Context: an optimization exercise on an open-source flow, tuned for small area, a short achievable clock period and few clock cycles. The choices shown serve that exercise and are no tape-out recipe. Function was checked by simulation only, so behaviour that the tests miss may differ from the original.

Setup of run 1:
==> flow/design.v <==
module ce_errx (
    input  wire         clk,
    input  wire         rst,
    input  wire         start,
    output reg          done,
    input  wire         voa,
    input  wire [31:0]  y,
    input  wire [2:0]   seq,
    input  wire [7:0]   dseq,
    input  wire [2:0]   dlag,
    input  wire [2:0]   dsh,
    input  wire         ext,
    input  wire [31:0]  yavg_in,
    input  wire [31:0]  m_in,
    input  wire [31:0]  refv,
    input  wire         ref_ok,
    input  wire [15:0]  kref,
    input  wire [31:0]  yfloor,
    input  wire [31:0]  target,
    output wire [15:0]  e,
    output reg  [31:0]  yavg_out,
    output reg  [31:0]  m_out,
    output reg          wd
);
    localparam [1:0] S_IDLE = 2'd0,
                     S_MUL  = 2'd1,
                     S_DIV  = 2'd2;
    reg  [1:0]  state;
    reg  [2:0]  cnt;
    reg  [4:0]  rem;       
    reg  [14:0] quo;       
    reg         satr;      
    reg         posq;      
    reg  [17:0] tx;        
    reg  [47:0] acc;       
    reg  [39:0] den;       
    reg         neg;       
    reg         ydo;       
    wire        idle  = (state == S_IDLE);
    wire        yc    = (state == S_MUL) & ydo;    
    wire        smode = idle | yc;
    function [79:0] csa(input [39:0] a, input [39:0] b, input [39:0] c);
        csa = {(a & b) | (a & c) | (b & c), a ^ b ^ c};
    endfunction
    wire        bw      = y[5:0] < yavg_in[5:0];
    wire [2:0]  lag_idx = seq - dlag;
    wire        wl      = dseq[lag_idx];
    wire [39:0] y40  = {8'd0, y};
    wire [39:0] a40  = {8'd0, yavg_in};
    wire [39:0] m40  = {{8{m_in[31]}}, m_in};
    wire [39:0] mm40 = m40 << dsh;
    wire [39:0] yh40 = {14'd0, y[31:6]};
    wire [39:0] ah40 = {14'd0, yavg_in[31:6]};
    wire        sw = wl & ~yc;
    wire [39:0] o1 = a40 ^ {40{sw}};
    wire [39:0] o2 = yh40 ^ {40{sw}};
    wire [39:0] o3 = ~ah40 ^ {40{sw}};
    wire [39:0] o4 = yc ? {40{bw}} : (y40 ^ {40{~sw}});
    wire [39:0] o5 = yc ? 40'd0 : ~m40;
    wire [39:0] o6 = yc ? 40'd0 : mm40;
    wire        k1 = ~yc;
    wire        k2 = ~yc & (wl | ~bw);
    wire        k3 = ~yc & wl & bw;
    wire [79:0] c1 = csa(o1, o2, o3);
    wire [79:0] c2 = csa(o4, o5, o6);
    wire [79:0] c3 = csa(c1[39:0], {c1[78:40], k1}, c2[39:0]);
    wire [79:0] c4 = csa(c3[39:0], {c3[78:40], k2}, {c2[78:40], k3});
    wire [39:0] s_x = c4[39:0];
    wire [39:0] s_y = {c4[78:40], 1'b0};
    always @(posedge clk) begin
        if (idle & voa)
            yavg_out <= yavg_in;
        else if (yc)
            yavg_out <= t3[31:0];
        wd <= ~voa & dseq[seq];
    end
    wire [3:0] kd [0:3];
    assign kd[0] = kref[3:0];
    assign kd[1] = kref[7:4];
    assign kd[2] = kref[11:8];
    assign kd[3] = kref[15:12];
    wire [2:0]  klead = (kd[3] != 4'd0) ? 3'd3 : (kd[2] != 4'd0) ? 3'd2 : 3'd1;
    reg  [3:0]  dnext;     
    wire [3:0]  dig = idle ? ((ref_ok & ~voa) ? kd[klead[1:0]] : 4'd0) : dnext;
    wire [47:0] pp0 = voa ? {16'd0, target} : dig[0] ? {16'd0, refv} : 48'd0;
    wire [47:0] pp1 = voa ? ~{16'd0, y}     : dig[1] ? {15'd0, refv, 1'b0} : 48'd0;
    wire [47:0] pp2 = dig[2] ? {14'd0, refv, 2'b0} : 48'd0;
    wire [47:0] pp3 = dig[3] ? {13'd0, refv, 3'b0} : 48'd0;
    wire [47:0] pa  = idle ? 48'd0 : {acc[43:0], 4'b0};
    wire [47:0] ms0 = pp0 ^ pp1 ^ pp2;
    wire [47:0] mc0 = {((pp0[46:0] & pp1[46:0]) | (pp0[46:0] & pp2[46:0]) | (pp1[46:0] & pp2[46:0])), voa};
    wire [47:0] ms1 = ms0 ^ mc0 ^ pp3;
    wire [47:0] mc1 = {((ms0[46:0] & mc0[46:0]) | (ms0[46:0] & pp3[46:0]) | (mc0[46:0] & pp3[46:0])), 1'b0};
    wire [47:0] ms2 = ms1 ^ mc1 ^ pa;
    wire [47:0] mc2 = {((ms1[46:0] & mc1[46:0]) | (ms1[46:0] & pa[46:0]) | (mc1[46:0] & pa[46:0])), 1'b0};
    wire [47:0] mul_nx = ms2 + mc2;
    wire [31:0] yf_nz = {yfloor[31:1], yfloor[0] | (yfloor == 32'd0)};
    wire [48:0] zf  = {~{9'd0, yfloor}, 8'd0};
    wire [48:0] cs1 = {1'b0, ms2} ^ {1'b0, mc2} ^ zf;
    wire [48:0] cc1 = {((ms2 & mc2) | (ms2 & zf[47:0]) | (mc2 & zf[47:0])), 1'b0};
    wire [48:0] dgt = cs1 + cc1;
    wire        p_gt = ~dgt[48];
    wire [39:0] r_el  = p_gt ? mul_nx[47:8] : {8'd0, yf_nz};
    wire [39:0] r_voa = (target > yfloor) ? {8'd0, target} : {8'd0, yf_nz};
    wire [39:0] r_div = idle ? r_voa : r_el;
    wire signed [39:0] m_sh  = $signed(den) >>> dsh;
    wire        m_hi  = ~m_sh[39] & (m_sh[38:31] != 8'h00);
    wire        m_lo  =  m_sh[39] & (m_sh[38:31] != 8'hff);
    wire [31:0] m_val = m_hi ? 32'h7fffffff : m_lo ? 32'h80000000 : m_sh[31:0];
    wire [32:0] n_sel = idle ? mul_nx[32:0] : {m_val[31], m_val};
    wire [31:0] n_mag = n_sel[32] ? -n_sel[31:0] : n_sel[31:0];
    wire [40:0] i1 = {acc[39:0], 1'b0};
    wire [41:0] t1 = {1'b0, i1} + ~{2'b00, den} + 42'd1;
    wire        q1 = ~t1[41];
    wire [39:0] a1 = q1 ? t1[39:0] : i1[39:0];
    wire [40:0] i2 = {a1, 1'b0};
    wire [41:0] t2 = {1'b0, i2} + ~{2'b00, den} + 42'd1;
    wire        q2 = ~t2[41];
    wire [39:0] a2 = q2 ? t2[39:0] : i2[39:0];
    wire [40:0] i3 = {a2, 1'b0};
    wire [41:0] x3 = smode ? {2'b00, s_x} : {1'b0, i3};
    wire [41:0] y3 = smode ? {2'b00, s_y} : ~{2'b00, den};
    wire [41:0] t3 = x3 + y3 + 42'd1;
    wire        q3 = ~t3[41];
    wire [39:0] a3 = q3 ? t3[39:0] : i3[39:0];
    reg  [39:0] hmask;     
    integer h;
    always @* begin
        hmask[39] = 1'b1;
        for (h = 38; h >= 0; h = h - 1)
            hmask[h] = hmask[h + 1] & ~den[h + 1];
    end
    wire [45:0] i1s  = {i1, 5'd0};
    wire        skip = (rem >= 5'd6) && (i1s[45:40] == 6'd0) && ((i1s[39:0] & hmask) == 40'd0);
    wire [15:0] qv  = satr ? (neg ? 16'h8000 : 16'h7fff) : {1'b0, quo};
    wire [17:0] qx  = posq ? {2'b00, qv} : {2'b11, ~qv};
    wire [17:0] es  = qx + tx + {17'd0, ~posq};
    assign e = (es[17:15] == 3'b000 || es[17:15] == 3'b111) ? es[15:0]
             : (es[17] ? 16'h8000 : 16'h7fff);
    wire        sat = (rem == 5'd15) && (acc[39:0] >= den);
    wire        n_neg  = n_sel[32];
    wire        tneg   = ~voa & ext;
    wire [17:0] tx_nx  = voa ? 18'd0 : (({{2{target[15]}}, target[15:0]} ^ {18{tneg}}) + {17'd0, tneg});
    task load_common;
        begin
            den   <= r_div;
            neg   <= n_neg;
            quo   <= 15'd0;
            acc   <= {16'd0, n_mag};
            rem   <= 5'd15;
            satr  <= 1'b0;
        end
    endtask
    always @(posedge clk) begin
        posq <= voa ? ~neg : (ext ^ neg);
        tx   <= tx_nx;
    end
    always @(posedge clk) begin
        if (rst) begin
            state <= S_IDLE;
            done  <= 1'b0;
        end else begin
            done <= 1'b0;
            case (state)
                S_IDLE: if (start) begin
                    if (voa) begin
                        m_out <= m_in;
                        load_common;
                        state <= S_DIV;
                    end else begin
                        den   <= t3[39:0];
                        acc   <= mul_nx;
                        cnt   <= klead - 3'd1;
                        dnext <= ref_ok ? kd[klead[1:0] - 2'd1] : 4'd0;
                        ydo   <= 1'b1;
                        state <= S_MUL;
                    end
                end
                S_MUL: begin
                    ydo <= 1'b0;
                    dnext <= ref_ok ? kd[cnt[1:0] - 2'd1] : 4'd0;
                    if (cnt == 3'd0) begin
                        m_out <= m_val;
                        load_common;
                        state <= S_DIV;
                    end else begin
                        acc <= mul_nx;
                        cnt <= cnt - 3'd1;
                    end
                end
                default: begin
                    if (sat) begin
                        satr  <= 1'b1;
                        done  <= 1'b1;
                        state <= S_IDLE;
                    end else if (skip) begin
                        acc <= {8'd0, i1s[39:0]};
                        quo <= {quo[8:0], 6'd0};
                        rem <= rem - 5'd6;
                        if (rem == 5'd6) begin
                            done  <= 1'b1;
                            state <= S_IDLE;
                        end
                    end else begin
                        acc <= {8'd0, a3};
                        quo <= {quo[11:0], q1, q2, q3};
                        rem <= rem - 5'd3;
                        if (rem == 5'd3) begin
                            done  <= 1'b1;
                            state <= S_IDLE;
                        end
                    end
                end
            endcase
        end
    end
endmodule
export LEC_CHECK = 0
export ABC_AREA = 1
export CAP_MARGIN = 0
export CORE_MARGIN = 2
export CORE_UTILIZATION = 40
export PLACE_DENSITY = 0.6
export SLEW_MARGIN = 0
create_clock -name core_clock -period 17.0 [get_ports {clk}]
standard.sh (not shown) runs the stock make flow with config.mk's settings and CLKGATE_MAP_FILE= SYNTH_SCRIPT=/design/flow/synth_recipe.tcl, a recipe that flattens the netlist after the stock synthesis.
==> flow/flow/run.sh <==
#!/bin/bash
set -euo pipefail
export BUFFER_PORTS_ARGS="-buffer_cell sky130_fd_sc_hd__buf_1"
export SETUP_SLACK_MARGIN=7
bash standard.sh > standard.log 2>&1
Testbench counts of run 1, summed over its fixed seeds: cycles 9,585.
Input-level comparison between run 2 and run 1:
- SLEW_MARGIN changed from 0 to 20
- CAP_MARGIN changed from 0 to 20
- PLACE_DENSITY changed from 0.6 to 0.7
diff --git a/flow/flow/run.sh b/flow/flow/run.sh
--- a/flow/flow/run.sh
+++ b/flow/flow/run.sh
@@ -1,0 +2,4 @@
+# The standard layout (standard.sh, unchanged), with the input and
+# output ports buffered by sky130_fd_sc_hd__buf_1 cells instead of the
+# default delay-buffer cells. All make/OpenROAD/Yosys output goes to
+# standard.log in this folder.
@@ -3,0 +8 @@
+# repair_timing aims at 7 ns of setup slack (a 10 ns period)
### Flow results
Going from run 1 to run 2, area of the multi-input gates increased about 0.46%; initial antenna violation count grew by 1; clock period minus final worst setup slack shows an increase of 40 ps.
Run 2: flow completed, timing, DRC and antenna clean
Compared with run 1, run 2 shows a higher final design instance area without fill.
Inputs modified between run 2 and run 3:
- swapping 0.7 for 0.6 in PLACE_DENSITY
diff --git a/flow/flow/run.sh b/flow/flow/run.sh
--- a/flow/flow/run.sh
+++ b/flow/flow/run.sh
@@ -8,2 +8,2 @@
-# repair_timing aims at 7 ns of setup slack (a 10 ns period)
-export SETUP_SLACK_MARGIN=7
+# repair_timing aims at 7.5 ns of setup slack (a 9.5 ns period)
+export SETUP_SLACK_MARGIN=7.5
Setup WNS run 2 -> run 3: better
Fraction of the yosys area taken by sequential cells came out exactly the same in run 3 and run 2.
Changes observed in run 3 relative to run 2: routability congestion estimate fell by about 3%; instance count after placement with tap cells included stayed essentially flat; routed wire length rose by about 5%.
As far as hold slack is concerned, run 2 and run 3 perform about the same.
Run 3 vs run 2, final standard cell area without fillers went up by 1600 um2.
Comparing run 3 with run 2, the placement-stage cell area came out essentially unchanged.
Relative to run 2, final critical path time including I/O delays and setup decreased by 200 ps in run 3.

## re-timing with driven ports
How much do the figures lean on ideal ports? The routed layouts below were timed once more, with nothing changed but the port constraints. Step 1, drivers: a clkbuf_16 drives clk and a buf_2 each remaining input, both assumed. Step 2 times the ports against the registers' clock, not the clock port: input delays grow and output delays shrink by t, the midpoint of the rising clock arrivals with the driver on. Slacks: ideal / step 1 / step 2; pairs: ideal / step 1.
run	t (ns)	setup WS [ns]	worst setup path after step 2
run 1	0.694	7.203 / 7.253 / 6.559	input to register
run 2	0.692	7.163 / 7.212 / 6.520	input to register
run 3	0.680	7.362 / 7.392 / 6.712	input to register
After both steps setup and hold are still met in every run listed. For run 3, which loses most, drivers alone change the setup slack by +0.030 ns; drivers and shift together by -0.650 ns.
